This is an optimization exercise on Yosys and OpenROAD, whose aim is small area and a short achievable clock period, not a production implementation. Function was checked by simulation only, so behaviour that the tests miss may differ from the original.

## config.mk

```make
export PLATFORM = sky130hd
export DESIGN_NAME = memi_bch79
export DESIGN_NICKNAME = memi_bch79
export VERILOG_FILES = /design/flow/design.v
export SDC_FILE = /design/flow/constraint.sdc
export NUM_CORES = 4
export LEC_CHECK = 0
export CAP_MARGIN = 0
export CORE_MARGIN = 2
export CORE_UTILIZATION = 50
export SLEW_MARGIN = 0
```

## constraint.sdc

```tcl
create_clock -name core_clock -period 20.0 [get_ports {clk}]
set_input_delay 4.0000 -clock core_clock [delete_from_list [all_inputs] [get_ports {clk}]]
set_output_delay 4.0000 -clock core_clock [all_outputs]
set_load 0.01 [all_outputs]
```

## standard.sh

```bash
#!/bin/bash
# synth_recipe.tcl (not shown) runs the flow's synth.tcl, then flattens the netlist and writes it again
# the make line also repeats each setting of config.mk as NAME=value (left out here)
make -C /OpenROAD-flow-scripts/flow DESIGN_CONFIG=/design/flow/config.mk WORK_HOME=/design/flow/orfs CLKGATE_MAP_FILE= SYNTH_SCRIPT=/design/flow/synth_recipe.tcl "${@:-finish}"
```

## design.v

```verilog
module memi_bch79 (
    input  wire        clk,
    input  wire        rst_n,
    input  wire        enc_valid,
    input  wire [63:0] enc_data,
    output reg         enc_out_valid,
    output reg  [78:0] enc_code,
    input  wire        dec_valid,
    input  wire [78:0] dec_code,
    output reg         dec_out_valid,
    output reg  [63:0] dec_data,
    output reg  [1:0]  dec_status
);
    function [6:0] gf_mul;
        input [6:0] a;
        input [6:0] b;
        integer k;
        reg [6:0] acc;
        reg [6:0] sh;
        begin
            acc = 7'd0;
            sh  = a;
            for (k = 0; k < 7; k = k + 1) begin
                if (b[k]) acc = acc ^ sh;
                sh = {sh[5:0], 1'b0} ^ (sh[6] ? 7'h09 : 7'h00);
            end
            gf_mul = acc;
        end
    endfunction
    wire [13:0] enc_chk;
    wire enc_par;
    wire ex0 = enc_data[17] ^ enc_data[43];
    wire ex1 = enc_data[14] ^ enc_data[3];
    wire ex2 = enc_data[0] ^ enc_data[22];
    wire ex3 = enc_data[13] ^ enc_data[46];
    wire ex4 = enc_data[27] ^ enc_data[33];
    wire ex5 = enc_data[30] ^ enc_data[44];
    wire ex6 = enc_data[1] ^ enc_data[23];
    wire ex7 = enc_data[31] ^ enc_data[47];
    wire ex8 = enc_data[37] ^ enc_data[62];
    wire ex9 = enc_data[2] ^ enc_data[24];
    wire ex10 = enc_data[38] ^ enc_data[63];
    wire ex11 = enc_data[25] ^ enc_data[26];
    wire ex12 = enc_data[32] ^ enc_data[4];
    wire ex13 = enc_data[18] ^ enc_data[5];
    wire ex14 = enc_data[29] ^ enc_data[45];
    wire ex15 = enc_data[48] ^ enc_data[61];
    wire ex16 = enc_data[50] ^ enc_data[53];
    wire ex17 = enc_data[56] ^ ex1;
    wire ex18 = enc_data[28] ^ enc_data[59];
    wire ex19 = enc_data[10] ^ enc_data[54];
    wire ex20 = enc_data[49] ^ enc_data[57];
    wire ex21 = enc_data[11] ^ enc_data[55];
    wire ex22 = enc_data[12] ^ enc_data[58];
    wire ex23 = enc_data[42] ^ enc_data[6];
    wire ex24 = enc_data[9] ^ ex0;
    wire ex25 = ex14 ^ ex4;
    wire ex26 = ex16 ^ ex2;
    wire ex27 = enc_data[39] ^ ex6;
    wire ex28 = enc_data[7] ^ ex8;
    wire ex29 = enc_data[40] ^ ex9;
    wire ex30 = enc_data[41] ^ ex3;
    wire ex31 = ex5 ^ ex7;
    wire ex32 = enc_data[35] ^ enc_data[60];
    wire ex33 = enc_data[34] ^ ex18;
    wire ex34 = ex15 ^ ex19;
    wire ex35 = enc_data[21] ^ ex10;
    wire ex36 = ex11 ^ ex12;
    wire ex37 = enc_data[20] ^ ex28;
    wire ex38 = enc_data[15] ^ enc_data[19];
    wire ex39 = enc_data[52] ^ enc_data[8];
    wire ex40 = enc_data[16] ^ enc_data[50];
    wire ex41 = enc_data[14] ^ ex13;
    wire ex42 = ex20 ^ ex21;
    wire ex43 = enc_data[61] ^ ex23;
    wire ex44 = ex22 ^ ex40;
    wire ex45 = enc_data[51] ^ ex24;
    wire ex46 = ex27 ^ ex32;
    wire ex47 = enc_data[36] ^ ex29;
    wire ex48 = enc_data[60] ^ ex35;
    wire ex49 = ex30 ^ ex42;
    wire ex50 = ex17 ^ ex31;
    wire ex51 = enc_data[5] ^ enc_data[58];
    wire ex52 = enc_data[30] ^ enc_data[43];
    wire ex53 = enc_data[22] ^ enc_data[55];
    wire ex54 = enc_data[26] ^ enc_data[49];
    wire ex55 = enc_data[10] ^ enc_data[4];
    wire ex56 = enc_data[42] ^ enc_data[47];
    wire ex57 = enc_data[57] ^ ex3;
    wire ex58 = enc_data[6] ^ ex15;
    wire ex59 = enc_data[13] ^ ex0;
    wire ex60 = enc_data[38] ^ ex4;
    wire ex61 = enc_data[40] ^ ex39;
    wire ex62 = ex38 ^ ex52;
    wire ex63 = enc_data[25] ^ ex10;
    wire ex64 = enc_data[23] ^ ex13;
    wire ex65 = enc_data[0] ^ ex1;
    wire ex66 = enc_data[29] ^ ex21;
    wire ex67 = enc_data[2] ^ ex22;
    wire ex68 = enc_data[62] ^ ex11;
    wire ex69 = ex12 ^ ex54;
    wire ex70 = enc_data[27] ^ ex23;
    wire ex71 = enc_data[37] ^ ex33;
    wire ex72 = enc_data[39] ^ ex26;
    wire ex73 = ex25 ^ ex41;
    wire ex74 = ex26 ^ ex60;
    wire ex75 = ex34 ^ ex61;
    wire ex76 = enc_data[32] ^ ex25;
    wire ex77 = enc_data[41] ^ ex44;
    wire ex78 = enc_data[46] ^ ex43;
    wire ex79 = ex27 ^ ex63;
    wire ex80 = enc_data[9] ^ ex29;
    wire ex81 = enc_data[24] ^ ex30;
    wire ex82 = ex31 ^ ex36;
    wire ex83 = ex24 ^ ex33;
    wire ex84 = enc_data[63] ^ ex17;
    wire ex85 = ex45 ^ ex58;
    wire ex86 = enc_data[16] ^ ex37;
    wire ex87 = enc_data[54] ^ ex48;
    wire ex88 = ex47 ^ ex62;
    wire ex89 = ex50 ^ ex53;
    wire ex90 = ex37 ^ ex65;
    wire ex91 = ex46 ^ ex68;
    wire ex92 = enc_data[15] ^ ex49;
    wire ex_enc_chk_0_0 = enc_data[8] ^ ex38;
    wire ex_enc_chk_0_1 = ex5 ^ ex57;
    wire ex_enc_chk_0_2 = ex_enc_chk_0_0 ^ ex71;
    wire ex_enc_chk_0_3 = ex72 ^ ex73;
    wire ex_enc_chk_0_4 = ex_enc_chk_0_1 ^ ex85;
    wire ex_enc_chk_0_5 = ex_enc_chk_0_2 ^ ex_enc_chk_0_3;
    assign enc_chk[0] = ex_enc_chk_0_4 ^ ex_enc_chk_0_5;
    wire ex_enc_chk_1_0 = enc_data[59] ^ ex20;
    wire ex_enc_chk_1_1 = ex51 ^ ex7;
    wire ex_enc_chk_1_2 = ex59 ^ ex_enc_chk_1_0;
    wire ex_enc_chk_1_3 = ex_enc_chk_1_1 ^ ex46;
    wire ex_enc_chk_1_4 = ex74 ^ ex75;
    wire ex_enc_chk_1_5 = ex_enc_chk_1_2 ^ ex86;
    wire ex_enc_chk_1_6 = ex_enc_chk_1_3 ^ ex_enc_chk_1_4;
    assign enc_chk[1] = ex_enc_chk_1_5 ^ ex_enc_chk_1_6;
    wire ex_enc_chk_2_0 = ex2 ^ ex51;
    wire ex_enc_chk_2_1 = ex6 ^ ex8;
    wire ex_enc_chk_2_2 = ex_enc_chk_2_0 ^ ex_enc_chk_2_1;
    wire ex_enc_chk_2_3 = ex49 ^ ex76;
    wire ex_enc_chk_2_4 = ex_enc_chk_2_2 ^ ex87;
    wire ex_enc_chk_2_5 = ex88 ^ ex_enc_chk_2_3;
    assign enc_chk[2] = ex_enc_chk_2_4 ^ ex_enc_chk_2_5;
    wire ex_enc_chk_3_0 = enc_data[20] ^ enc_data[33];
    wire ex_enc_chk_3_1 = ex9 ^ ex_enc_chk_3_0;
    wire ex_enc_chk_3_2 = ex_enc_chk_3_1 ^ ex71;
    wire ex_enc_chk_3_3 = ex77 ^ ex78;
    wire ex_enc_chk_3_4 = ex79 ^ ex89;
    wire ex_enc_chk_3_5 = ex_enc_chk_3_2 ^ ex_enc_chk_3_3;
    assign enc_chk[3] = ex_enc_chk_3_4 ^ ex_enc_chk_3_5;
    wire ex_enc_chk_4_0 = enc_data[19] ^ enc_data[21];
    wire ex_enc_chk_4_1 = enc_data[28] ^ enc_data[8];
    wire ex_enc_chk_4_2 = ex32 ^ ex_enc_chk_4_0;
    wire ex_enc_chk_4_3 = ex_enc_chk_4_1 ^ ex28;
    wire ex_enc_chk_4_4 = ex36 ^ ex64;
    wire ex_enc_chk_4_5 = ex_enc_chk_4_2 ^ ex50;
    wire ex_enc_chk_4_6 = ex74 ^ ex78;
    wire ex_enc_chk_4_7 = ex80 ^ ex_enc_chk_4_3;
    wire ex_enc_chk_4_8 = ex_enc_chk_4_4 ^ ex_enc_chk_4_5;
    wire ex_enc_chk_4_9 = ex_enc_chk_4_6 ^ ex_enc_chk_4_7;
    assign enc_chk[4] = ex_enc_chk_4_8 ^ ex_enc_chk_4_9;
    wire ex_enc_chk_5_0 = enc_data[17] ^ enc_data[18];
    wire ex_enc_chk_5_1 = enc_data[36] ^ enc_data[59];
    wire ex_enc_chk_5_2 = ex10 ^ ex16;
    wire ex_enc_chk_5_3 = ex19 ^ ex6;
    wire ex_enc_chk_5_4 = ex_enc_chk_5_0 ^ ex_enc_chk_5_1;
    wire ex_enc_chk_5_5 = ex_enc_chk_5_2 ^ ex_enc_chk_5_3;
    wire ex_enc_chk_5_6 = ex_enc_chk_5_4 ^ ex81;
    wire ex_enc_chk_5_7 = ex82 ^ ex_enc_chk_5_5;
    wire ex_enc_chk_5_8 = ex90 ^ ex_enc_chk_5_6;
    assign enc_chk[5] = ex_enc_chk_5_7 ^ ex_enc_chk_5_8;
    wire ex_enc_chk_6_0 = enc_data[1] ^ ex9;
    wire ex_enc_chk_6_1 = ex26 ^ ex43;
    wire ex_enc_chk_6_2 = ex57 ^ ex66;
    wire ex_enc_chk_6_3 = ex_enc_chk_6_0 ^ ex82;
    wire ex_enc_chk_6_4 = ex83 ^ ex_enc_chk_6_1;
    wire ex_enc_chk_6_5 = ex_enc_chk_6_2 ^ ex87;
    wire ex_enc_chk_6_6 = ex_enc_chk_6_3 ^ ex_enc_chk_6_4;
    assign enc_chk[6] = ex_enc_chk_6_5 ^ ex_enc_chk_6_6;
    wire ex_enc_chk_7_0 = enc_data[43] ^ enc_data[51];
    wire ex_enc_chk_7_1 = enc_data[7] ^ ex13;
    wire ex_enc_chk_7_2 = ex_enc_chk_7_0 ^ ex34;
    wire ex_enc_chk_7_3 = ex67 ^ ex_enc_chk_7_1;
    wire ex_enc_chk_7_4 = ex76 ^ ex_enc_chk_7_2;
    wire ex_enc_chk_7_5 = ex_enc_chk_7_3 ^ ex89;
    wire ex_enc_chk_7_6 = ex91 ^ ex_enc_chk_7_4;
    assign enc_chk[7] = ex_enc_chk_7_5 ^ ex_enc_chk_7_6;
    wire ex_enc_chk_8_0 = enc_data[31] ^ enc_data[52];
    wire ex_enc_chk_8_1 = ex8 ^ ex_enc_chk_8_0;
    wire ex_enc_chk_8_2 = ex64 ^ ex66;
    wire ex_enc_chk_8_3 = ex69 ^ ex_enc_chk_8_1;
    wire ex_enc_chk_8_4 = ex45 ^ ex47;
    wire ex_enc_chk_8_5 = ex72 ^ ex84;
    wire ex_enc_chk_8_6 = ex_enc_chk_8_2 ^ ex_enc_chk_8_3;
    wire ex_enc_chk_8_7 = ex_enc_chk_8_4 ^ ex_enc_chk_8_5;
    assign enc_chk[8] = ex_enc_chk_8_6 ^ ex_enc_chk_8_7;
    wire ex_enc_chk_9_0 = enc_data[12] ^ ex12;
    wire ex_enc_chk_9_1 = ex14 ^ ex2;
    wire ex_enc_chk_9_2 = ex17 ^ ex_enc_chk_9_0;
    wire ex_enc_chk_9_3 = ex_enc_chk_9_1 ^ ex75;
    wire ex_enc_chk_9_4 = ex79 ^ ex81;
    wire ex_enc_chk_9_5 = ex83 ^ ex_enc_chk_9_2;
    wire ex_enc_chk_9_6 = ex_enc_chk_9_3 ^ ex_enc_chk_9_4;
    assign enc_chk[9] = ex_enc_chk_9_5 ^ ex_enc_chk_9_6;
    wire ex_enc_chk_10_0 = enc_data[29] ^ enc_data[33];
    wire ex_enc_chk_10_1 = enc_data[53] ^ ex5;
    wire ex_enc_chk_10_2 = ex55 ^ ex56;
    wire ex_enc_chk_10_3 = ex_enc_chk_10_0 ^ ex41;
    wire ex_enc_chk_10_4 = ex_enc_chk_10_1 ^ ex_enc_chk_10_2;
    wire ex_enc_chk_10_5 = ex80 ^ ex_enc_chk_10_3;
    wire ex_enc_chk_10_6 = ex_enc_chk_10_4 ^ ex91;
    wire ex_enc_chk_10_7 = ex92 ^ ex_enc_chk_10_5;
    assign enc_chk[10] = ex_enc_chk_10_6 ^ ex_enc_chk_10_7;
    wire ex_enc_chk_11_0 = enc_data[11] ^ enc_data[34];
    wire ex_enc_chk_11_1 = enc_data[45] ^ enc_data[5];
    wire ex_enc_chk_11_2 = ex11 ^ ex7;
    wire ex_enc_chk_11_3 = ex_enc_chk_11_0 ^ ex_enc_chk_11_1;
    wire ex_enc_chk_11_4 = ex34 ^ ex70;
    wire ex_enc_chk_11_5 = ex_enc_chk_11_2 ^ ex_enc_chk_11_3;
    wire ex_enc_chk_11_6 = ex77 ^ ex84;
    wire ex_enc_chk_11_7 = ex_enc_chk_11_4 ^ ex_enc_chk_11_5;
    wire ex_enc_chk_11_8 = ex88 ^ ex_enc_chk_11_6;
    assign enc_chk[11] = ex_enc_chk_11_7 ^ ex_enc_chk_11_8;
    wire ex_enc_chk_12_0 = enc_data[12] ^ enc_data[3];
    wire ex_enc_chk_12_1 = enc_data[31] ^ enc_data[35];
    wire ex_enc_chk_12_2 = enc_data[44] ^ enc_data[48];
    wire ex_enc_chk_12_3 = enc_data[51] ^ ex0;
    wire ex_enc_chk_12_4 = ex18 ^ ex_enc_chk_12_0;
    wire ex_enc_chk_12_5 = ex_enc_chk_12_1 ^ ex_enc_chk_12_2;
    wire ex_enc_chk_12_6 = ex36 ^ ex70;
    wire ex_enc_chk_12_7 = ex_enc_chk_12_3 ^ ex_enc_chk_12_4;
    wire ex_enc_chk_12_8 = ex_enc_chk_12_5 ^ ex_enc_chk_12_6;
    wire ex_enc_chk_12_9 = ex_enc_chk_12_7 ^ ex86;
    wire ex_enc_chk_12_10 = ex92 ^ ex_enc_chk_12_8;
    assign enc_chk[12] = ex_enc_chk_12_9 ^ ex_enc_chk_12_10;
    wire ex_enc_chk_13_0 = enc_data[28] ^ enc_data[36];
    wire ex_enc_chk_13_1 = enc_data[44] ^ enc_data[56];
    wire ex_enc_chk_13_2 = enc_data[7] ^ ex39;
    wire ex_enc_chk_13_3 = ex56 ^ ex_enc_chk_13_0;
    wire ex_enc_chk_13_4 = ex_enc_chk_13_1 ^ ex44;
    wire ex_enc_chk_13_5 = ex59 ^ ex69;
    wire ex_enc_chk_13_6 = ex_enc_chk_13_2 ^ ex_enc_chk_13_3;
    wire ex_enc_chk_13_7 = ex48 ^ ex73;
    wire ex_enc_chk_13_8 = ex_enc_chk_13_4 ^ ex_enc_chk_13_5;
    wire ex_enc_chk_13_9 = ex_enc_chk_13_6 ^ ex_enc_chk_13_7;
    assign enc_chk[13] = ex_enc_chk_13_8 ^ ex_enc_chk_13_9;
    wire ex_enc_par_0 = enc_data[1] ^ enc_data[11];
    wire ex_enc_par_1 = enc_data[19] ^ enc_data[52];
    wire ex_enc_par_2 = ex20 ^ ex55;
    wire ex_enc_par_3 = ex_enc_par_0 ^ ex_enc_par_1;
    wire ex_enc_par_4 = ex25 ^ ex35;
    wire ex_enc_par_5 = ex67 ^ ex_enc_par_2;
    wire ex_enc_par_6 = ex_enc_par_3 ^ ex_enc_par_4;
    wire ex_enc_par_7 = ex_enc_par_5 ^ ex85;
    wire ex_enc_par_8 = ex90 ^ ex_enc_par_6;
    assign enc_par = ex_enc_par_7 ^ ex_enc_par_8;
    always @(posedge clk) begin
        enc_out_valid <= rst_n & enc_valid;
        enc_code      <= {enc_par, enc_chk, enc_data};
    end
    wire [6:0] s1_c, s3_c;
    wire p_ca, p_cb;
    wire sx0 = dec_code[41] ^ dec_code[61];
    wire sx1 = dec_code[10] ^ dec_code[37];
    wire sx2 = dec_code[44] ^ dec_code[58];
    wire sx3 = dec_code[11] ^ dec_code[24];
    wire sx4 = dec_code[16] ^ dec_code[23];
    wire sx5 = dec_code[36] ^ dec_code[9];
    wire sx6 = dec_code[42] ^ dec_code[59];
    wire sx7 = dec_code[43] ^ dec_code[62];
    wire sx8 = dec_code[46] ^ dec_code[60];
    wire sx9 = dec_code[19] ^ dec_code[3];
    wire sx10 = dec_code[38] ^ sx1;
    wire sx11 = sx0 ^ sx2;
    wire sx12 = dec_code[5] ^ dec_code[53];
    wire sx13 = dec_code[2] ^ dec_code[25];
    wire sx14 = dec_code[47] ^ dec_code[72];
    wire sx15 = dec_code[12] ^ dec_code[26];
    wire sx16 = dec_code[35] ^ sx4;
    wire sx17 = dec_code[45] ^ sx6;
    wire sx18 = dec_code[13] ^ dec_code[27];
    wire sx19 = dec_code[14] ^ dec_code[17];
    wire sx20 = dec_code[40] ^ dec_code[57];
    wire sx21 = dec_code[55] ^ dec_code[63];
    wire sx22 = dec_code[15] ^ dec_code[18];
    wire sx23 = dec_code[54] ^ dec_code[6];
    wire sx24 = dec_code[34] ^ dec_code[39];
    wire sx25 = dec_code[48] ^ dec_code[73];
    wire sx26 = dec_code[71] ^ sx5;
    wire sx27 = dec_code[32] ^ sx9;
    wire sx28 = dec_code[20] ^ sx3;
    wire sx29 = dec_code[0] ^ dec_code[7];
    wire sx30 = dec_code[1] ^ dec_code[28];
    wire sx31 = dec_code[33] ^ dec_code[4];
    wire sx32 = dec_code[52] ^ dec_code[77];
    wire sx33 = dec_code[8] ^ sx18;
    wire sx34 = sx20 ^ sx8;
    wire sx35 = dec_code[29] ^ sx13;
    wire sx36 = dec_code[22] ^ sx15;
    wire sx37 = sx17 ^ sx7;
    wire sx38 = dec_code[31] ^ sx11;
    wire sx39 = dec_code[56] ^ sx10;
    wire sx40 = dec_code[49] ^ dec_code[74];
    wire sx41 = dec_code[51] ^ sx12;
    wire sx42 = dec_code[21] ^ sx24;
    wire sx43 = dec_code[69] ^ sx21;
    wire sx44 = sx14 ^ sx25;
    wire sx45 = dec_code[75] ^ sx26;
    wire sx46 = sx16 ^ sx29;
    wire sx47 = sx28 ^ sx31;
    wire sx48 = dec_code[11] ^ dec_code[30];
    wire sx49 = dec_code[50] ^ dec_code[68];
    wire sx50 = sx19 ^ sx30;
    wire sx51 = dec_code[76] ^ sx22;
    wire sx52 = dec_code[67] ^ sx40;
    wire sx53 = dec_code[4] ^ sx32;
    wire sx54 = dec_code[13] ^ sx27;
    wire sx55 = dec_code[5] ^ sx35;
    wire sx56 = sx11 ^ sx43;
    wire sx57 = dec_code[70] ^ sx36;
    wire sx58 = dec_code[64] ^ sx37;
    wire sx59 = sx33 ^ sx46;
    wire sx60 = sx23 ^ sx38;
    wire sx61 = sx42 ^ sx55;
    wire sx62 = dec_code[42] ^ dec_code[8];
    wire sx63 = dec_code[26] ^ dec_code[47];
    wire sx64 = dec_code[57] ^ dec_code[7];
    wire sx65 = dec_code[61] ^ dec_code[66];
    wire sx66 = dec_code[77] ^ dec_code[9];
    wire sx67 = dec_code[14] ^ dec_code[76];
    wire sx68 = dec_code[52] ^ dec_code[58];
    wire sx69 = dec_code[25] ^ dec_code[73];
    wire sx70 = dec_code[28] ^ dec_code[38];
    wire sx71 = dec_code[36] ^ dec_code[62];
    wire sx72 = dec_code[0] ^ dec_code[22];
    wire sx73 = dec_code[1] ^ dec_code[45];
    wire sx74 = dec_code[51] ^ dec_code[53];
    wire sx75 = sx0 ^ sx12;
    wire sx76 = dec_code[12] ^ sx14;
    wire sx77 = dec_code[63] ^ sx7;
    wire sx78 = dec_code[65] ^ sx8;
    wire sx79 = dec_code[50] ^ sx22;
    wire sx80 = sx25 ^ sx63;
    wire sx81 = sx48 ^ sx66;
    wire sx82 = dec_code[75] ^ sx49;
    wire sx83 = sx23 ^ sx68;
    wire sx84 = dec_code[54] ^ sx32;
    wire sx85 = dec_code[71] ^ sx74;
    wire sx86 = dec_code[39] ^ sx41;
    wire sx87 = sx15 ^ sx52;
    wire sx88 = sx34 ^ sx41;
    wire sx89 = dec_code[10] ^ sx53;
    wire sx90 = sx19 ^ sx27;
    wire sx91 = sx26 ^ sx72;
    wire sx92 = sx28 ^ sx9;
    wire sx93 = sx44 ^ sx84;
    wire sx94 = sx13 ^ sx16;
    wire sx95 = dec_code[19] ^ sx51;
    wire sx96 = sx38 ^ sx54;
    wire sx97 = sx39 ^ sx86;
    wire sx98 = sx45 ^ sx87;
    wire sx99 = sx39 ^ sx47;
    wire sx100 = sx56 ^ sx69;
    wire sx_s1_c_0_0 = dec_code[30] ^ dec_code[32];
    wire sx_s1_c_0_1 = dec_code[37] ^ dec_code[48];
    wire sx_s1_c_0_2 = sx21 ^ sx3;
    wire sx_s1_c_0_3 = sx_s1_c_0_0 ^ sx_s1_c_0_1;
    wire sx_s1_c_0_4 = sx34 ^ sx50;
    wire sx_s1_c_0_5 = sx75 ^ sx_s1_c_0_2;
    wire sx_s1_c_0_6 = sx_s1_c_0_3 ^ sx45;
    wire sx_s1_c_0_7 = sx_s1_c_0_4 ^ sx_s1_c_0_5;
    wire sx_s1_c_0_8 = sx58 ^ sx59;
    wire sx_s1_c_0_9 = sx_s1_c_0_6 ^ sx_s1_c_0_7;
    assign s1_c[0] = sx_s1_c_0_8 ^ sx_s1_c_0_9;
    wire sx_s1_c_1_0 = dec_code[24] ^ dec_code[33];
    wire sx_s1_c_1_1 = dec_code[49] ^ sx5;
    wire sx_s1_c_1_2 = sx62 ^ sx_s1_c_1_0;
    wire sx_s1_c_1_3 = sx35 ^ sx50;
    wire sx_s1_c_1_4 = sx51 ^ sx76;
    wire sx_s1_c_1_5 = sx77 ^ sx78;
    wire sx_s1_c_1_6 = sx_s1_c_1_1 ^ sx_s1_c_1_2;
    wire sx_s1_c_1_7 = sx39 ^ sx_s1_c_1_3;
    wire sx_s1_c_1_8 = sx_s1_c_1_4 ^ sx_s1_c_1_5;
    wire sx_s1_c_1_9 = sx_s1_c_1_6 ^ sx60;
    wire sx_s1_c_1_10 = sx_s1_c_1_7 ^ sx_s1_c_1_8;
    assign s1_c[1] = sx_s1_c_1_9 ^ sx_s1_c_1_10;
    wire sx_s1_c_2_0 = dec_code[16] ^ dec_code[44];
    wire sx_s1_c_2_1 = sx21 ^ sx24;
    wire sx_s1_c_2_2 = sx64 ^ sx65;
    wire sx_s1_c_2_3 = sx_s1_c_2_0 ^ sx10;
    wire sx_s1_c_2_4 = sx35 ^ sx79;
    wire sx_s1_c_2_5 = sx80 ^ sx81;
    wire sx_s1_c_2_6 = sx_s1_c_2_1 ^ sx_s1_c_2_2;
    wire sx_s1_c_2_7 = sx37 ^ sx54;
    wire sx_s1_c_2_8 = sx_s1_c_2_3 ^ sx_s1_c_2_4;
    wire sx_s1_c_2_9 = sx_s1_c_2_5 ^ sx_s1_c_2_6;
    wire sx_s1_c_2_10 = sx_s1_c_2_7 ^ sx_s1_c_2_8;
    assign s1_c[2] = sx_s1_c_2_9 ^ sx_s1_c_2_10;
    wire sx_s1_c_3_0 = dec_code[20] ^ dec_code[23];
    wire sx_s1_c_3_1 = dec_code[24] ^ dec_code[55];
    wire sx_s1_c_3_2 = sx30 ^ sx31;
    wire sx_s1_c_3_3 = sx6 ^ sx64;
    wire sx_s1_c_3_4 = sx_s1_c_3_0 ^ sx_s1_c_3_1;
    wire sx_s1_c_3_5 = sx_s1_c_3_2 ^ sx_s1_c_3_3;
    wire sx_s1_c_3_6 = sx_s1_c_3_4 ^ sx_s1_c_3_5;
    wire sx_s1_c_3_7 = sx96 ^ sx97;
    wire sx_s1_c_3_8 = sx98 ^ sx_s1_c_3_6;
    assign s1_c[3] = sx_s1_c_3_7 ^ sx_s1_c_3_8;
    wire sx_s1_c_4_0 = dec_code[32] ^ dec_code[60];
    wire sx_s1_c_4_1 = dec_code[72] ^ sx20;
    wire sx_s1_c_4_2 = sx67 ^ sx_s1_c_4_0;
    wire sx_s1_c_4_3 = sx33 ^ sx82;
    wire sx_s1_c_4_4 = sx83 ^ sx_s1_c_4_1;
    wire sx_s1_c_4_5 = sx_s1_c_4_2 ^ sx37;
    wire sx_s1_c_4_6 = sx_s1_c_4_3 ^ sx_s1_c_4_4;
    wire sx_s1_c_4_7 = sx61 ^ sx99;
    wire sx_s1_c_4_8 = sx_s1_c_4_5 ^ sx_s1_c_4_6;
    assign s1_c[4] = sx_s1_c_4_7 ^ sx_s1_c_4_8;
    wire sx_s1_c_5_0 = dec_code[15] ^ dec_code[3];
    wire sx_s1_c_5_1 = dec_code[33] ^ dec_code[35];
    wire sx_s1_c_5_2 = dec_code[43] ^ dec_code[59];
    wire sx_s1_c_5_3 = dec_code[6] ^ dec_code[7];
    wire sx_s1_c_5_4 = sx67 ^ sx70;
    wire sx_s1_c_5_5 = sx_s1_c_5_0 ^ sx_s1_c_5_1;
    wire sx_s1_c_5_6 = sx_s1_c_5_2 ^ sx_s1_c_5_3;
    wire sx_s1_c_5_7 = sx36 ^ sx42;
    wire sx_s1_c_5_8 = sx81 ^ sx_s1_c_5_4;
    wire sx_s1_c_5_9 = sx_s1_c_5_5 ^ sx_s1_c_5_6;
    wire sx_s1_c_5_10 = sx88 ^ sx_s1_c_5_7;
    wire sx_s1_c_5_11 = sx_s1_c_5_8 ^ sx_s1_c_5_9;
    wire sx_s1_c_5_12 = sx100 ^ sx_s1_c_5_10;
    assign s1_c[5] = sx_s1_c_5_11 ^ sx_s1_c_5_12;
    wire sx_s1_c_6_0 = dec_code[15] ^ dec_code[29];
    wire sx_s1_c_6_1 = dec_code[40] ^ dec_code[47];
    wire sx_s1_c_6_2 = dec_code[56] ^ dec_code[60];
    wire sx_s1_c_6_3 = dec_code[74] ^ sx24;
    wire sx_s1_c_6_4 = sx71 ^ sx_s1_c_6_0;
    wire sx_s1_c_6_5 = sx_s1_c_6_1 ^ sx_s1_c_6_2;
    wire sx_s1_c_6_6 = sx17 ^ sx_s1_c_6_3;
    wire sx_s1_c_6_7 = sx_s1_c_6_4 ^ sx_s1_c_6_5;
    wire sx_s1_c_6_8 = sx57 ^ sx89;
    wire sx_s1_c_6_9 = sx_s1_c_6_6 ^ sx_s1_c_6_7;
    wire sx_s1_c_6_10 = sx59 ^ sx60;
    wire sx_s1_c_6_11 = sx_s1_c_6_8 ^ sx_s1_c_6_9;
    assign s1_c[6] = sx_s1_c_6_10 ^ sx_s1_c_6_11;
    wire sx_s3_c_0_0 = dec_code[69] ^ sx40;
    wire sx_s3_c_0_1 = sx75 ^ sx80;
    wire sx_s3_c_0_2 = sx83 ^ sx_s3_c_0_0;
    wire sx_s3_c_0_3 = sx47 ^ sx90;
    wire sx_s3_c_0_4 = sx91 ^ sx_s3_c_0_1;
    wire sx_s3_c_0_5 = sx_s3_c_0_2 ^ sx58;
    wire sx_s3_c_0_6 = sx_s3_c_0_3 ^ sx_s3_c_0_4;
    assign s3_c[0] = sx_s3_c_0_5 ^ sx_s3_c_0_6;
    wire sx_s3_c_1_0 = dec_code[17] ^ dec_code[59];
    wire sx_s3_c_1_1 = dec_code[68] ^ dec_code[77];
    wire sx_s3_c_1_2 = sx71 ^ sx73;
    wire sx_s3_c_1_3 = sx_s3_c_1_0 ^ sx_s3_c_1_1;
    wire sx_s3_c_1_4 = sx43 ^ sx76;
    wire sx_s3_c_1_5 = sx_s3_c_1_2 ^ sx_s3_c_1_3;
    wire sx_s3_c_1_6 = sx46 ^ sx92;
    wire sx_s3_c_1_7 = sx_s3_c_1_4 ^ sx_s3_c_1_5;
    wire sx_s3_c_1_8 = sx60 ^ sx97;
    wire sx_s3_c_1_9 = sx_s3_c_1_6 ^ sx_s3_c_1_7;
    assign s3_c[1] = sx_s3_c_1_8 ^ sx_s3_c_1_9;
    wire sx_s3_c_2_0 = dec_code[57] ^ sx18;
    wire sx_s3_c_2_1 = sx19 ^ sx4;
    wire sx_s3_c_2_2 = sx70 ^ sx8;
    wire sx_s3_c_2_3 = sx77 ^ sx_s3_c_2_0;
    wire sx_s3_c_2_4 = sx_s3_c_2_1 ^ sx_s3_c_2_2;
    wire sx_s3_c_2_5 = sx92 ^ sx93;
    wire sx_s3_c_2_6 = sx_s3_c_2_3 ^ sx_s3_c_2_4;
    wire sx_s3_c_2_7 = sx61 ^ sx98;
    wire sx_s3_c_2_8 = sx_s3_c_2_5 ^ sx_s3_c_2_6;
    assign s3_c[2] = sx_s3_c_2_7 ^ sx_s3_c_2_8;
    wire sx_s3_c_3_0 = dec_code[21] ^ dec_code[23];
    wire sx_s3_c_3_1 = dec_code[27] ^ dec_code[34];
    wire sx_s3_c_3_2 = dec_code[52] ^ sx1;
    wire sx_s3_c_3_3 = sx14 ^ sx29;
    wire sx_s3_c_3_4 = sx3 ^ sx73;
    wire sx_s3_c_3_5 = sx_s3_c_3_0 ^ sx_s3_c_3_1;
    wire sx_s3_c_3_6 = sx78 ^ sx79;
    wire sx_s3_c_3_7 = sx_s3_c_3_2 ^ sx_s3_c_3_3;
    wire sx_s3_c_3_8 = sx_s3_c_3_4 ^ sx_s3_c_3_5;
    wire sx_s3_c_3_9 = sx45 ^ sx57;
    wire sx_s3_c_3_10 = sx90 ^ sx_s3_c_3_6;
    wire sx_s3_c_3_11 = sx_s3_c_3_7 ^ sx_s3_c_3_8;
    wire sx_s3_c_3_12 = sx100 ^ sx_s3_c_3_9;
    wire sx_s3_c_3_13 = sx_s3_c_3_10 ^ sx_s3_c_3_11;
    assign s3_c[3] = sx_s3_c_3_12 ^ sx_s3_c_3_13;
    wire sx_s3_c_4_0 = dec_code[18] ^ dec_code[21];
    wire sx_s3_c_4_1 = dec_code[68] ^ dec_code[70];
    wire sx_s3_c_4_2 = sx62 ^ sx_s3_c_4_0;
    wire sx_s3_c_4_3 = sx_s3_c_4_1 ^ sx44;
    wire sx_s3_c_4_4 = sx_s3_c_4_2 ^ sx88;
    wire sx_s3_c_4_5 = sx89 ^ sx94;
    wire sx_s3_c_4_6 = sx_s3_c_4_3 ^ sx96;
    wire sx_s3_c_4_7 = sx_s3_c_4_4 ^ sx_s3_c_4_5;
    assign s3_c[4] = sx_s3_c_4_6 ^ sx_s3_c_4_7;
    wire sx_s3_c_5_0 = dec_code[2] ^ dec_code[34];
    wire sx_s3_c_5_1 = dec_code[55] ^ dec_code[61];
    wire sx_s3_c_5_2 = dec_code[67] ^ sx12;
    wire sx_s3_c_5_3 = sx2 ^ sx23;
    wire sx_s3_c_5_4 = sx48 ^ sx49;
    wire sx_s3_c_5_5 = sx7 ^ sx_s3_c_5_0;
    wire sx_s3_c_5_6 = sx_s3_c_5_1 ^ sx10;
    wire sx_s3_c_5_7 = sx16 ^ sx34;
    wire sx_s3_c_5_8 = sx53 ^ sx_s3_c_5_2;
    wire sx_s3_c_5_9 = sx_s3_c_5_3 ^ sx_s3_c_5_4;
    wire sx_s3_c_5_10 = sx_s3_c_5_5 ^ sx91;
    wire sx_s3_c_5_11 = sx95 ^ sx_s3_c_5_6;
    wire sx_s3_c_5_12 = sx_s3_c_5_7 ^ sx_s3_c_5_8;
    wire sx_s3_c_5_13 = sx_s3_c_5_9 ^ sx_s3_c_5_10;
    wire sx_s3_c_5_14 = sx_s3_c_5_11 ^ sx_s3_c_5_12;
    assign s3_c[5] = sx_s3_c_5_13 ^ sx_s3_c_5_14;
    wire sx_s3_c_6_0 = dec_code[46] ^ dec_code[62];
    wire sx_s3_c_6_1 = dec_code[74] ^ sx30;
    wire sx_s3_c_6_2 = sx65 ^ sx_s3_c_6_0;
    wire sx_s3_c_6_3 = sx17 ^ sx33;
    wire sx_s3_c_6_4 = sx44 ^ sx85;
    wire sx_s3_c_6_5 = sx_s3_c_6_1 ^ sx_s3_c_6_2;
    wire sx_s3_c_6_6 = sx57 ^ sx94;
    wire sx_s3_c_6_7 = sx95 ^ sx_s3_c_6_3;
    wire sx_s3_c_6_8 = sx_s3_c_6_4 ^ sx_s3_c_6_5;
    wire sx_s3_c_6_9 = sx99 ^ sx_s3_c_6_6;
    wire sx_s3_c_6_10 = sx_s3_c_6_7 ^ sx_s3_c_6_8;
    assign s3_c[6] = sx_s3_c_6_9 ^ sx_s3_c_6_10;
    wire sx_p_ca_0 = dec_code[30] ^ dec_code[31];
    wire sx_p_ca_1 = dec_code[6] ^ sx22;
    wire sx_p_ca_2 = sx5 ^ sx_p_ca_0;
    wire sx_p_ca_3 = sx10 ^ sx27;
    wire sx_p_ca_4 = sx36 ^ sx50;
    wire sx_p_ca_5 = sx_p_ca_1 ^ sx_p_ca_2;
    wire sx_p_ca_6 = sx47 ^ sx_p_ca_3;
    wire sx_p_ca_7 = sx_p_ca_4 ^ sx_p_ca_5;
    wire sx_p_ca_8 = sx59 ^ sx61;
    wire sx_p_ca_9 = sx_p_ca_6 ^ sx_p_ca_7;
    assign p_ca = sx_p_ca_8 ^ sx_p_ca_9;
    wire sx_p_cb_0 = dec_code[56] ^ dec_code[65];
    wire sx_p_cb_1 = dec_code[66] ^ dec_code[70];
    wire sx_p_cb_2 = dec_code[76] ^ dec_code[78];
    wire sx_p_cb_3 = sx_p_cb_0 ^ sx_p_cb_1;
    wire sx_p_cb_4 = sx_p_cb_2 ^ sx34;
    wire sx_p_cb_5 = sx52 ^ sx82;
    wire sx_p_cb_6 = sx85 ^ sx_p_cb_3;
    wire sx_p_cb_7 = sx56 ^ sx93;
    wire sx_p_cb_8 = sx_p_cb_4 ^ sx_p_cb_5;
    wire sx_p_cb_9 = sx_p_cb_6 ^ sx58;
    wire sx_p_cb_10 = sx_p_cb_7 ^ sx_p_cb_8;
    assign p_cb = sx_p_cb_9 ^ sx_p_cb_10;
    reg        v1;
    reg [63:0] d1;
    reg [6:0]  u_q, s3_q;
    reg        p_qa, p_qb;     
    wire       p_q = p_qa ^ p_qb;
    always @(posedge clk) begin
        v1   <= rst_n & dec_valid;
        d1   <= dec_code[63:0];
        u_q  <= s1_c;
        s3_q <= s3_c;
        p_qa <= p_ca;
        p_qb <= p_cb;
    end
    wire [127:0] u_oh = 128'd1 << u_q;
    wire [6:0] w_inv3;
    assign w_inv3[0] = |(u_oh & 128'h85171f397d3521e1ec0715d9c155d956);
    assign w_inv3[1] = |(u_oh & 128'h77bca8c40edde83cfa9b8fae20590f0);
    assign w_inv3[2] = |(u_oh & 128'hd3d8a3c4b729aac8883ed3b1ef77e000);
    assign w_inv3[3] = |(u_oh & 128'h9d7459fd639529fbdb72e2c062284688);
    assign w_inv3[4] = |(u_oh & 128'h76d02a17ab13d34bf22b331b534913bc);
    assign w_inv3[5] = |(u_oh & 128'h7a55ce6bcde0f5c45424a2b9e9a25f80);
    assign w_inv3[6] = |(u_oh & 128'h4ae285f65b8d65a17edf971ddc8880a0);
    function in_range;
        input [6:0] x;
        begin
            case (x)
                7'd1, 7'd2, 7'd4, 7'd8, 7'd16, 7'd32, 7'd64, 7'd9, 7'd18, 7'd36, 7'd72, 7'd25, 7'd50, 7'd100, 7'd65, 7'd11, 7'd22, 7'd44, 7'd88, 7'd57, 7'd114, 7'd109, 7'd83, 7'd47, 7'd94, 7'd53, 7'd106, 7'd93, 7'd51, 7'd102, 7'd69, 7'd3, 7'd6, 7'd12, 7'd24, 7'd48, 7'd96, 7'd73, 7'd27, 7'd54, 7'd108, 7'd81, 7'd43, 7'd86, 7'd37, 7'd74, 7'd29, 7'd58, 7'd116, 7'd97, 7'd75, 7'd31, 7'd62, 7'd124, 7'd113, 7'd107, 7'd95, 7'd55, 7'd110, 7'd85, 7'd35, 7'd70, 7'd5, 7'd10, 7'd20, 7'd40, 7'd80, 7'd41, 7'd82, 7'd45, 7'd90, 7'd61, 7'd122, 7'd125, 7'd115, 7'd111, 7'd87, 7'd39: in_range = 1'b1;
                default: in_range = 1'b0;
            endcase
        end
    endfunction
    wire [6:0] ls [0:6];
    wire [6:0] ts;
    assign ls[0][0] = ^(s3_q & 7'h0);
    assign ls[0][1] = ^(s3_q & 7'h5c);
    assign ls[0][2] = ^(s3_q & 7'h58);
    assign ls[0][3] = ^(s3_q & 7'h60);
    assign ls[0][4] = ^(s3_q & 7'h16);
    assign ls[0][5] = ^(s3_q & 7'h68);
    assign ls[0][6] = ^(s3_q & 7'h48);
    assign ts[0] = ^(s3_q & 7'h1);
    assign ls[1][0] = ^(s3_q & 7'h0);
    assign ls[1][1] = ^(s3_q & 7'h6e);
    assign ls[1][2] = ^(s3_q & 7'h6c);
    assign ls[1][3] = ^(s3_q & 7'h30);
    assign ls[1][4] = ^(s3_q & 7'hb);
    assign ls[1][5] = ^(s3_q & 7'h74);
    assign ls[1][6] = ^(s3_q & 7'h64);
    assign ts[1] = ^(s3_q & 7'h40);
    assign ls[2][0] = ^(s3_q & 7'h0);
    assign ls[2][1] = ^(s3_q & 7'h77);
    assign ls[2][2] = ^(s3_q & 7'h76);
    assign ls[2][3] = ^(s3_q & 7'h18);
    assign ls[2][4] = ^(s3_q & 7'h5);
    assign ls[2][5] = ^(s3_q & 7'h3a);
    assign ls[2][6] = ^(s3_q & 7'h32);
    assign ts[2] = ^(s3_q & 7'h20);
    assign ls[3][0] = ^(s3_q & 7'h0);
    assign ls[3][1] = ^(s3_q & 7'h7b);
    assign ls[3][2] = ^(s3_q & 7'h3b);
    assign ls[3][3] = ^(s3_q & 7'h4c);
    assign ls[3][4] = ^(s3_q & 7'h42);
    assign ls[3][5] = ^(s3_q & 7'h5d);
    assign ls[3][6] = ^(s3_q & 7'h19);
    assign ts[3] = ^(s3_q & 7'h10);
    assign ls[4][0] = ^(s3_q & 7'h0);
    assign ls[4][1] = ^(s3_q & 7'h3d);
    assign ls[4][2] = ^(s3_q & 7'h1d);
    assign ls[4][3] = ^(s3_q & 7'h66);
    assign ls[4][4] = ^(s3_q & 7'h21);
    assign ls[4][5] = ^(s3_q & 7'h2e);
    assign ls[4][6] = ^(s3_q & 7'hc);
    assign ts[4] = ^(s3_q & 7'h8);
    assign ls[5][0] = ^(s3_q & 7'h0);
    assign ls[5][1] = ^(s3_q & 7'h1e);
    assign ls[5][2] = ^(s3_q & 7'he);
    assign ls[5][3] = ^(s3_q & 7'h33);
    assign ls[5][4] = ^(s3_q & 7'h50);
    assign ls[5][5] = ^(s3_q & 7'h57);
    assign ls[5][6] = ^(s3_q & 7'h46);
    assign ts[5] = ^(s3_q & 7'h44);
    assign ls[6][0] = ^(s3_q & 7'h0);
    assign ls[6][1] = ^(s3_q & 7'h4f);
    assign ls[6][2] = ^(s3_q & 7'h47);
    assign ls[6][3] = ^(s3_q & 7'h59);
    assign ls[6][4] = ^(s3_q & 7'h28);
    assign ls[6][5] = ^(s3_q & 7'h6b);
    assign ls[6][6] = ^(s3_q & 7'h23);
    assign ts[6] = ^(s3_q & 7'h22);
    wire [6:0] y_v = ({7{w_inv3[0]}} & ls[0]) ^ ({7{w_inv3[1]}} & ls[1]) ^
                     ({7{w_inv3[2]}} & ls[2]) ^ ({7{w_inv3[3]}} & ls[3]) ^
                     ({7{w_inv3[4]}} & ls[4]) ^ ({7{w_inv3[5]}} & ls[5]) ^
                     ({7{w_inv3[6]}} & ls[6]);
    wire       trc = ~^(w_inv3 & ts);
    reg        v2;
    reg [63:0] d2;
    reg [6:0]  u2, y2;
    reg        p2, trc2, u_nz2, s3_nz2;
    always @(posedge clk) begin
        v2     <= rst_n & v1;
        d2     <= d1;
        u2     <= u_q;
        y2     <= y_v;
        p2     <= p_q;
        trc2   <= trc;
        u_nz2  <= |u_q;
        s3_nz2 <= |s3_q;
    end
    wire [6:0] ubx [0:6];
    assign ubx[0][0] = ^(u2 & 7'h1);
    assign ubx[0][1] = ^(u2 & 7'h2);
    assign ubx[0][2] = ^(u2 & 7'h4);
    assign ubx[0][3] = ^(u2 & 7'h8);
    assign ubx[0][4] = ^(u2 & 7'h10);
    assign ubx[0][5] = ^(u2 & 7'h20);
    assign ubx[0][6] = ^(u2 & 7'h40);
    assign ubx[1][0] = ^(u2 & 7'h40);
    assign ubx[1][1] = ^(u2 & 7'h1);
    assign ubx[1][2] = ^(u2 & 7'h2);
    assign ubx[1][3] = ^(u2 & 7'h44);
    assign ubx[1][4] = ^(u2 & 7'h8);
    assign ubx[1][5] = ^(u2 & 7'h10);
    assign ubx[1][6] = ^(u2 & 7'h20);
    assign ubx[2][0] = ^(u2 & 7'h20);
    assign ubx[2][1] = ^(u2 & 7'h40);
    assign ubx[2][2] = ^(u2 & 7'h1);
    assign ubx[2][3] = ^(u2 & 7'h22);
    assign ubx[2][4] = ^(u2 & 7'h44);
    assign ubx[2][5] = ^(u2 & 7'h8);
    assign ubx[2][6] = ^(u2 & 7'h10);
    assign ubx[3][0] = ^(u2 & 7'h10);
    assign ubx[3][1] = ^(u2 & 7'h20);
    assign ubx[3][2] = ^(u2 & 7'h40);
    assign ubx[3][3] = ^(u2 & 7'h11);
    assign ubx[3][4] = ^(u2 & 7'h22);
    assign ubx[3][5] = ^(u2 & 7'h44);
    assign ubx[3][6] = ^(u2 & 7'h8);
    assign ubx[4][0] = ^(u2 & 7'h8);
    assign ubx[4][1] = ^(u2 & 7'h10);
    assign ubx[4][2] = ^(u2 & 7'h20);
    assign ubx[4][3] = ^(u2 & 7'h48);
    assign ubx[4][4] = ^(u2 & 7'h11);
    assign ubx[4][5] = ^(u2 & 7'h22);
    assign ubx[4][6] = ^(u2 & 7'h44);
    assign ubx[5][0] = ^(u2 & 7'h44);
    assign ubx[5][1] = ^(u2 & 7'h8);
    assign ubx[5][2] = ^(u2 & 7'h10);
    assign ubx[5][3] = ^(u2 & 7'h64);
    assign ubx[5][4] = ^(u2 & 7'h48);
    assign ubx[5][5] = ^(u2 & 7'h11);
    assign ubx[5][6] = ^(u2 & 7'h22);
    assign ubx[6][0] = ^(u2 & 7'h22);
    assign ubx[6][1] = ^(u2 & 7'h44);
    assign ubx[6][2] = ^(u2 & 7'h8);
    assign ubx[6][3] = ^(u2 & 7'h32);
    assign ubx[6][4] = ^(u2 & 7'h64);
    assign ubx[6][5] = ^(u2 & 7'h48);
    assign ubx[6][6] = ^(u2 & 7'h11);
    wire [6:0] x1  = ({7{y2[0]}} & ubx[0]) ^ ({7{y2[1]}} & ubx[1]) ^
                     ({7{y2[2]}} & ubx[2]) ^ ({7{y2[3]}} & ubx[3]) ^
                     ({7{y2[4]}} & ubx[4]) ^ ({7{y2[5]}} & ubx[5]) ^
                     ({7{y2[6]}} & ubx[6]);
    wire [6:0] x2  = x1 ^ u2;
    wire       u_nz  = u_nz2;
    wire       s3_nz = s3_nz2;
    wire       x1_z  = ~|x1;
    wire       in1   = in_range(x1);
    wire       in2   = in_range(x2);
    wire       ok    = u_nz & ~trc2 & in2 & ((in1 & ~p2) | x1_z);
    reg [7:0]  lo1, lo2;
    reg [15:0] hi1, hi2;
    integer i;
    always @* begin
        for (i = 0; i < 8; i = i + 1) begin
            lo1[i] = ok & (x1[2:0] == i);
            lo2[i] = ok & (x2[2:0] == i);
        end
        for (i = 0; i < 16; i = i + 1) begin
            hi1[i] = (x1[6:3] == i);
            hi2[i] = (x2[6:3] == i);
        end
    end
    wire [63:0] fix;
    assign fix[0] = (lo1[1] & hi1[8]) | (lo2[1] & hi2[8]);
    assign fix[1] = (lo1[3] & hi1[1]) | (lo2[3] & hi2[1]);
    assign fix[2] = (lo1[6] & hi1[2]) | (lo2[6] & hi2[2]);
    assign fix[3] = (lo1[4] & hi1[5]) | (lo2[4] & hi2[5]);
    assign fix[4] = (lo1[0] & hi1[11]) | (lo2[0] & hi2[11]);
    assign fix[5] = (lo1[1] & hi1[7]) | (lo2[1] & hi2[7]);
    assign fix[6] = (lo1[2] & hi1[14]) | (lo2[2] & hi2[14]);
    assign fix[7] = (lo1[5] & hi1[13]) | (lo2[5] & hi2[13]);
    assign fix[8] = (lo1[3] & hi1[10]) | (lo2[3] & hi2[10]);
    assign fix[9] = (lo1[7] & hi1[5]) | (lo2[7] & hi2[5]);
    assign fix[10] = (lo1[6] & hi1[11]) | (lo2[6] & hi2[11]);
    assign fix[11] = (lo1[5] & hi1[6]) | (lo2[5] & hi2[6]);
    assign fix[12] = (lo1[2] & hi1[13]) | (lo2[2] & hi2[13]);
    assign fix[13] = (lo1[5] & hi1[11]) | (lo2[5] & hi2[11]);
    assign fix[14] = (lo1[3] & hi1[6]) | (lo2[3] & hi2[6]);
    assign fix[15] = (lo1[6] & hi1[12]) | (lo2[6] & hi2[12]);
    assign fix[16] = (lo1[5] & hi1[8]) | (lo2[5] & hi2[8]);
    assign fix[17] = (lo1[3] & hi1[0]) | (lo2[3] & hi2[0]);
    assign fix[18] = (lo1[6] & hi1[0]) | (lo2[6] & hi2[0]);
    assign fix[19] = (lo1[4] & hi1[1]) | (lo2[4] & hi2[1]);
    assign fix[20] = (lo1[0] & hi1[3]) | (lo2[0] & hi2[3]);
    assign fix[21] = (lo1[0] & hi1[6]) | (lo2[0] & hi2[6]);
    assign fix[22] = (lo1[0] & hi1[12]) | (lo2[0] & hi2[12]);
    assign fix[23] = (lo1[1] & hi1[9]) | (lo2[1] & hi2[9]);
    assign fix[24] = (lo1[3] & hi1[3]) | (lo2[3] & hi2[3]);
    assign fix[25] = (lo1[6] & hi1[6]) | (lo2[6] & hi2[6]);
    assign fix[26] = (lo1[4] & hi1[13]) | (lo2[4] & hi2[13]);
    assign fix[27] = (lo1[1] & hi1[10]) | (lo2[1] & hi2[10]);
    assign fix[28] = (lo1[3] & hi1[5]) | (lo2[3] & hi2[5]);
    assign fix[29] = (lo1[6] & hi1[10]) | (lo2[6] & hi2[10]);
    assign fix[30] = (lo1[5] & hi1[4]) | (lo2[5] & hi2[4]);
    assign fix[31] = (lo1[2] & hi1[9]) | (lo2[2] & hi2[9]);
    assign fix[32] = (lo1[5] & hi1[3]) | (lo2[5] & hi2[3]);
    assign fix[33] = (lo1[2] & hi1[7]) | (lo2[2] & hi2[7]);
    assign fix[34] = (lo1[4] & hi1[14]) | (lo2[4] & hi2[14]);
    assign fix[35] = (lo1[1] & hi1[12]) | (lo2[1] & hi2[12]);
    assign fix[36] = (lo1[3] & hi1[9]) | (lo2[3] & hi2[9]);
    assign fix[37] = (lo1[7] & hi1[3]) | (lo2[7] & hi2[3]);
    assign fix[38] = (lo1[6] & hi1[7]) | (lo2[6] & hi2[7]);
    assign fix[39] = (lo1[4] & hi1[15]) | (lo2[4] & hi2[15]);
    assign fix[40] = (lo1[1] & hi1[14]) | (lo2[1] & hi2[14]);
    assign fix[41] = (lo1[3] & hi1[13]) | (lo2[3] & hi2[13]);
    assign fix[42] = (lo1[7] & hi1[11]) | (lo2[7] & hi2[11]);
    assign fix[43] = (lo1[7] & hi1[6]) | (lo2[7] & hi2[6]);
    assign fix[44] = (lo1[6] & hi1[13]) | (lo2[6] & hi2[13]);
    assign fix[45] = (lo1[5] & hi1[10]) | (lo2[5] & hi2[10]);
    assign fix[46] = (lo1[3] & hi1[4]) | (lo2[3] & hi2[4]);
    assign fix[47] = (lo1[6] & hi1[8]) | (lo2[6] & hi2[8]);
    assign fix[48] = (lo1[5] & hi1[0]) | (lo2[5] & hi2[0]);
    assign fix[49] = (lo1[2] & hi1[1]) | (lo2[2] & hi2[1]);
    assign fix[50] = (lo1[4] & hi1[2]) | (lo2[4] & hi2[2]);
    assign fix[51] = (lo1[0] & hi1[5]) | (lo2[0] & hi2[5]);
    assign fix[52] = (lo1[0] & hi1[10]) | (lo2[0] & hi2[10]);
    assign fix[53] = (lo1[1] & hi1[5]) | (lo2[1] & hi2[5]);
    assign fix[54] = (lo1[2] & hi1[10]) | (lo2[2] & hi2[10]);
    assign fix[55] = (lo1[5] & hi1[5]) | (lo2[5] & hi2[5]);
    assign fix[56] = (lo1[2] & hi1[11]) | (lo2[2] & hi2[11]);
    assign fix[57] = (lo1[5] & hi1[7]) | (lo2[5] & hi2[7]);
    assign fix[58] = (lo1[2] & hi1[15]) | (lo2[2] & hi2[15]);
    assign fix[59] = (lo1[5] & hi1[15]) | (lo2[5] & hi2[15]);
    assign fix[60] = (lo1[3] & hi1[14]) | (lo2[3] & hi2[14]);
    assign fix[61] = (lo1[7] & hi1[13]) | (lo2[7] & hi2[13]);
    assign fix[62] = (lo1[7] & hi1[10]) | (lo2[7] & hi2[10]);
    assign fix[63] = (lo1[7] & hi1[4]) | (lo2[7] & hi2[4]);
    reg [1:0] st;
    always @* begin
        if (ok)
            st = (x1_z & p2) ? 2'd1 : 2'd2;
        else if (!u_nz && !s3_nz)
            st = {1'b0, p2};
        else
            st = 2'd3;
    end
    always @(posedge clk) begin
        dec_out_valid <= rst_n & v2;
        dec_data      <= d2 ^ fix;
        dec_status    <= st;
    end
endmodule
```

## flow/run.sh

```bash
#!/bin/bash
# The standard ORFS layout (the standard.sh), with two changes:
# timing repair keeps a setup margin, so that paths are optimised well below
# the 20 ns clock, and the ports get plain buffers.
set -euo pipefail
bash standard.sh SETUP_SLACK_MARGIN=14.75 "BUFFER_PORTS_ARGS=-buffer_cell sky130_fd_sc_hd__buf_1"  "CTS_ARGS=-sink_clustering_enable -repair_clock_nets -dont_use_dummy_load -sink_clustering_size 30 -sink_clustering_max_diameter 60" finish > orfs_flow.log 2>&1
```

==> results of run 1 <==
==> worst max path at each step <==
stage,startpoint,end,slack [ns],cells past startpoint
6_report,enc_data[57],enc_code[76],14.79,7
5_1_grt,enc_data[25],enc_code[76],14.69,7
4_1_cts,dec_code[45],p_qb,14.70,8
3_5_place_dp,dec_code[42],p_qb,13.99,8
3_3_place_gp,dec_code[42],p_qb,13.90,8
2_1_floorplan,dec_code[10],s3_q[6],14.64,7
==> final cells by class <==
type / instances / area [um^2] / share of cell area
flip-flops and latches: 310 / 6210 / 0.315
well taps: 448 / 561 / 0.0284
repair buffers: 309 / 1250 / 0.0633
multi-input cells: 1358 / 11000 / 0.558
clock buffers: 23 / 576 / 0.0292
inverters: 31 / 116 / 0.00591
diodes: 2 / 5.00 / 0.000254
==> sequential cells by signal (all words and copies together) (netlist names) <==
| register | count |
|---|---|
| s3_nz2 | 1 |
| s3_q | 7 |
| u_q | 7 |
| enc_out_valid | 1 |
| dec_data | 64 |
| d2 | 64 |
| v1 | 1 |
| dec_out_valid | 1 |
| dec_status | 2 |
| p2 | 1 |
| trc2 | 1 |
| p_qb | 1 |
| enc_code | 79 |
| d1 | 64 |
| p_qa | 1 |
| v2 | 1 |
| u_nz2 | 1 |
| y2 | 6 |
| u2 | 7 |
==> cell usage in the layout, fill, tap and decap left out, drive strengths merged, types with 30 or more instances in the layout <==
master	netlist	final
o21ai	30	30
dfxtp	310	310
a32oi	54	54
xnor2	540	540
xor2	129	129
buf	27	297
nor2	83	83
a21oi	42	42
nand2	131	131
clkbuf	64	35
inv	30	30
==> logic make-up (layout without fill, tap and decap cells) <==
family	Yosys count	in the layout
AO/OA/AOI/OAI	280	280
XOR/XNOR	679	679
adder cells (fa/ha/maj)	13	13
buffers and inverters	122	363
flip-flops	310	310
multiplexers	17	17
other	0	2
AND/OR/NAND/NOR	369	369
==> layer usage <==
| layer | share of wire | up-vias | track usage |
|---|---|---|---|
| met1 | 0.45 | 6581 | 0.442 |
| li1 | - | 6501 | - |
| met2 | 0.45 | 683 | 0.474 |
| met3 | 0.079 | 67 | 0.0465 |
| met5 | 0 | - | 0 |
| met4 | 0.015 | 0 | 0.0574 |
==> per-stage QoR <==
| step | std cells | utilization | cell area (um^2) |
|---|---|---|---|
| floorplan | 1790 | - | 17400 |
| global placement | 2449 | 0.558 | 18700 |
| detailed placement | 2449 | 0.558 | 18700 |
| CTS | 2472 | 0.576 | 19400 |
| global route | 2480 | 0.586 | 19700 |
| finish | 2481 | 0.586 | 19700 |
==> what timing repair did <==
action / 4_1_cts / 5_1_grt
endpoints found under the setup margin: 9 / 67
hold buffers: 0 / 0
pin swaps: 0 / 9
resized for setup: 12 / 45
buffers inserted: 0 / 7
==> reports/metrics.csv, run 1 <==
stage;metric;value;unit
routing;drc;0;
yosys;syn-cell-area;0.0171;mm^2
yosys;async_flop_share;0;
clocking;root_buffer;clkbuf_16;
clocking;clk_pin_slew_worst_paths;0.08;ns
placed_design;port_buffers;293;
worst_setup_path;cp_slowest_cell;xnor2_1;
placed_design;gp_congestion;0.974;
placed_design;dp_hpwl;43.1;mm
yosys;synth_top_area_frac;0.363;
timing;setup_ws;14.79;ns
yosys;yosysSeqAreaShare;0.363;
timing;max_freq;192;MHz
yosys;synth_top_family_by_area;XOR/XNOR gates;
timing;fin_crit;5.21;ns
routing;wire_per_inst;22.2;um
clocking;worstSkewPairLatency;0.58;ns
worst_setup_path;r2r-start;u2[3];
min_path;hold_class;register to register;
yosys;synth_xor_area_frac;0.359;
grt;overflow;0;
routing;ant_nets;0;
timing;hold_viol_final;0;
floorplan;dieArea;0.0357;mm^2
yosys;syn-instance-count;1790;
timing;slew_headroom;0.194;
final_layout;fillers;3065;
grt;grt_pass1_vias;13500;
yosys;synth-compound-area-share;0.123;
routing;via_per_inst;5.58;
clocking;cts_made_buffers;23;
yosys;synth_flop_cell;dfxtp_1;
yosys;synth-edff-count;0;
floorplan;fp.dieH;189;um
timing;setup_tns;0;ns
yosys;syn_avg_cell_area;9.56;um^2
worst_setup_path;critPathLaunchType;input pin;
timing;tightest_slew;1.20;ns
worst_setup_path;rr_endpoint;dec_data[61];
floorplan;floorplan.initialDensity;0.509;
timing;rsz0062_at_grt;true;
timing;finalCritPeriodShare;0.260;
yosys;ys_types;79;
min_path;min_to;d2[60];
floorplan;rows;67;
worst_setup_path;max_stage_delay;0.50;ns
clocking;cts_tree;yes;
worst_setup_path;rr_worst_depth;12;
grt;grt_usage;0.302;
routing;drt-pass1-iter-count;6;
worst_setup_path;crit_fanout;3;
yosys;synth-seq-cells;310;
run_status;outcome;complete, no violations;
floorplan;num_io_pins;294;
final_layout;area_delta_synth_final;15.2;%
grt;grt_max_degree;67;
floorplan;core;0.0336;mm^2
grt;grt_pass1_wl;83.0;mm
yosys;ys_top_cells_by_count;xnor2_1, dfxtp_1, nand2_1;
worst_setup_path;path_buf_inv;1;
min_path;min_from;d1[60];
worst_setup_path;rrSetupSlack;14.99;ns
grt;grt_antenna_before_repair;2;
routing;wl;55.1;mm
worst_setup_path;path_class;input pin to register;
yosys;yosysMostFrequentCell;xnor2_1;
floorplan;die_w;189;um
yosys;yosysTopAreaCell;dfxtp_1;
routing;drt-initial-drc-count;1187;
min_path;worstHoldPathCells;0;
yosys;synth_simple_gate_area_frac;0.106;
worst_setup_path;cp_cell_sequence;buf_1 > xnor2_1 > xnor2_1 > xnor2_1 > xnor2_1 > xnor2_1 > xnor2_1;
yosys;synth_fa_ha_area_frac;0.00951;
yosys;synth_mux_area_frac;0.0103;
final_layout;nets;2193;
timing;slew_viol_final;0;
job;maxCapViolCount;0;
timing;clock_skew;0.0952;ns
clocking;htreeDepth;1;
yosys;ys_warn_count;1;
timing;setup_viol;0;
yosys;yosys-top-cells-area;dfxtp_1, xnor2_1, xor2_1, nand2_1, a32oi_1;
routing;num_vias;13800;
yosys;synth_nets;1950;
timing;holdWs;0.299;ns
final_layout;drive_gt1_frac;0.0783;
clocking;cts.sinks;310;
clocking;cts.path.max_buffers;3;
placed_design;place_ws;13.99;ns
worst_setup_path;cp.required;20.44;ns
worst_setup_path;worst_path_most_repeated_cell;xnor2_1;
worst_setup_path;cpLargestDelayFamily;XOR/XNOR gates;
worst_setup_path;endpoint_kind;register;
worst_setup_path;arrival;5.65;ns
==> inputs of run 2 (changes only) <==
==> flow/run.sh (replaced) <==
#!/bin/bash
# The standard ORFS layout (standard.sh) at the design's clock and SDC,
# with these layout choices:
#  - ports get plain buf_1 buffers;
#  - CTS clusters up to 30 sinks per buffer and adds no dummy loads.
# The full make/tool output goes to orfs_flow.log; ORFS keeps each step's log under orfs/logs.
set -euo pipefail
bash standard.sh SETUP_SLACK_MARGIN=14.75 "BUFFER_PORTS_ARGS=-buffer_cell sky130_fd_sc_hd__buf_1" "CTS_ARGS=-sink_clustering_enable -repair_clock_nets -dont_use_dummy_load -sink_clustering_size 30 -sink_clustering_max_diameter 60" finish > orfs_flow.log 2>&1
--- a/config.mk
+++ b/config.mk
@@ -6,6 +6,6 @@
 export NUM_CORES = 4
 export LEC_CHECK = 0
-export CAP_MARGIN = 0
+export CAP_MARGIN = 20
 export CORE_MARGIN = 2
 export CORE_UTILIZATION = 50
-export SLEW_MARGIN = 0
+export SLEW_MARGIN = 20
==> reports/metrics.csv, run 2 <==
stage;metric;value;unit;change
run_status;outcome;complete, no violations;;
yosys;yosys-top-cells-area;dfxtp_1, xnor2_1, xor2_1, nand2_1, a32oi_1;;
floorplan;die_w;189;um;unchanged
yosys;syn-instance-count;1790;;unchanged
timing;slew_viol_final;0;;unchanged
yosys;ys_warn_count;1;;unchanged
grt;grt_pass1_vias;13500;;unchanged
floorplan;dieArea;0.0357;mm^2;unchanged
floorplan;num_io_pins;294;;unchanged
timing;max_freq;192;MHz;about the same
yosys;async_flop_share;0;;unchanged
yosys;synth-seq-cells;310;;unchanged
timing;setup_viol;0;;unchanged
yosys;synth_top_area_frac;0.363;;unchanged
grt;overflow;0;;unchanged
job;maxCapViolCount;0;;unchanged
final_layout;largest_reg_flops;79;;unchanged
timing;tightest_slew;0.934;ns;-0.265 ns
routing;drc;0;;unchanged
placed_design;port_buffers;293;;unchanged
min_path;hold_class;register to register;;
final_layout;most-common-layout-cells;xnor2_1, dfxtp_1, buf_1;;
routing;via_per_inst;5.60;;+0.38%
placed_design;dp_hpwl;43.1;mm;unchanged
worst_setup_path;cp.required;20.39;ns;-0.05 ns
worst_setup_path;endpoint_kind;register;;
clocking;root_buffer;clkbuf_16;;
routing;wire_per_inst;22.3;um;+0.18%
timing;finalCritPeriodShare;0.260;;about the same
final_layout;drive_gt1_frac;0.0788;;+0.000492
yosys;yosysTopAreaCell;dfxtp_1;;
yosys;synth_xor_area_frac;0.359;;unchanged
timing;rsz0062_at_grt;true;;
yosys;synth_nets;1950;;unchanged
yosys;syn_avg_cell_area;9.56;um^2;unchanged
floorplan;core;0.0336;mm^2;unchanged
worst_setup_path;cp_cell_sequence;buf_1 > xnor2_1 > xnor2_1 > xnor2_1 > xnor2_1 > xnor2_1 > xnor2_1;;
clocking;cts_tree;yes;;
timing;holdWs;0.299;ns;+0.000255 ns
final_layout;area_delta_synth_final;15.2;%;about the same
worst_setup_path;crit_fanout;3;;unchanged
timing;fin_crit;5.21;ns;+0.00170 ns
final_layout;nets;2193;;unchanged
timing;hold_viol_final;0;;unchanged
routing;drt-initial-drc-count;1147;;-3.4%
worst_setup_path;critPathLaunchType;input pin;;
clocking;cts.sinks;310;;unchanged
floorplan;fp.dieH;189;um;unchanged
grt;grt_max_degree;67;;unchanged
timing;setup_tns;0;ns;unchanged
yosys;ys_top_cells_by_count;xnor2_1, dfxtp_1, nand2_1;;
worst_setup_path;max_stage_delay;0.50;ns;about the same
final_layout;layout_commonest_cell;xnor2_1;;
yosys;yosysSeqAreaShare;0.363;;unchanged
worst_setup_path;arrival;5.60;ns;-0.05 ns
yosys;synth_top_family_by_area;XOR/XNOR gates;;
yosys;synth-compound-area-share;0.123;;unchanged
clocking;htreeDepth;1;;unchanged
clocking;cts_made_buffers;23;;unchanged
yosys;synth_simple_gate_area_frac;0.106;;unchanged
yosys;synth-edff-count;0;;unchanged
final_layout;top_register;enc_code;;
clocking;cts.path.max_buffers;3;;unchanged
yosys;synth_flop_cell;dfxtp_1;;
clocking;worstSkewPairLatency;0.58;ns;about the same
placed_design;gp_congestion;0.974;;unchanged
worst_setup_path;path_class;input pin to register;;
[run 2: final timing paths]
kind,start,end,slack [ns],depth (start not counted)
min reg2reg,d1[60],d2[60],0.30,0
max reg2reg,u2[3],dec_data[61],15.02,12
max,enc_data[57],enc_code[76],14.79,7
min,d1[60],d2[60],0.30,0
[run 2: critical path: cells and delay by family]
| kind | cells | cell delay [ns] |
|---|---|---|
| xor+xnor | 6 | 1.47 |
| buf+inv | 1 | 0.13 |
[run 2: cell families after synthesis]
family,Yosys count
compound gates,280
xor+xnor,679
fa+ha+maj,13
buf+inv,122
flops,310
mux,17
simple gates,369
[run 2: what timing repair did]
item | in CTS | in global routing
setup buffers | 0 | 7
hold buffers | 0 | 0
gates resized for setup | 12 | 45
pin swaps | 0 | 9
endpoints found under the setup margin | 9 | 67
[run 2: routing by layer]
layer	vias to the layer above	GRT usage	routed length, um
met5	-	0	0
met4	0	0.0574	884
met3	67	0.0465	4210
met2	664	0.474	24900
met1	6636	0.442	25200
li1	6517	-	-
[run 2: cell type report]
| type | instances | area [um^2] | share of cell area |
|---|---|---|---|
| multi-input cells | 1358 | 11000 | 0.558 |
| inverters | 31 | 116 | 0.00590 |
| diodes | 2 | 5.00 | 0.000254 |
| flip-flops and latches | 310 | 6210 | 0.315 |
| repair buffers | 309 | 1250 | 0.0632 |
| clock buffers | 23 | 576 | 0.0292 |
| well taps | 448 | 561 | 0.0284 |
[run 2: metrics by stage]
stage | setup WS (ns) | instances | area (um^2)
final | 14.79 | 2481 | 19700
after global routing | 14.69 | 2480 | 19700
after detailed placement | 13.99 | 2449 | 18700
after global placement | 13.90 | 2449 | 18700
after floorplan | 14.64 | 1790 | 17400
after CTS | 14.70 | 2472 | 19400

## afterwards: timing with drivers on the ports
How much do the figures lean on ideal ports? The routed layouts below were timed once more, with nothing changed but the port constraints.
Step 1: set_driving_cell puts a clkbuf_16 on clk and a buf_2 on each other input, an assumption about the parent block.
Step 2, shift: input delay + t, output delay - t, t = (earliest + latest rising clock arrival at the registers) / 2. This alone moves slack from input paths to output paths.
a / b / c = no drivers / after step 1 / after step 2; a / b = the first two.
| run | shift t [ns] | slack for setup (ns) | hold WS [ns] | worst register clock-pin slew, ns | cell pins on the clock port's net |
|---|---|---|---|---|---|
| run 1 | 0.588 | 14.794 / 14.783 / 14.234 | 0.299 / 0.299 / 0.299 | 0.10 / 0.10 | 1 |
| run 2 | 0.586 | 14.792 / 14.787 / 14.229 | 0.299 / 0.299 / 0.299 | 0.10 / 0.10 | 1 |
After both steps setup and hold are still met in every run listed. The setup slack of run 2, which loses most, moves by -0.005 ns with the drivers and by -0.563 ns with both steps.
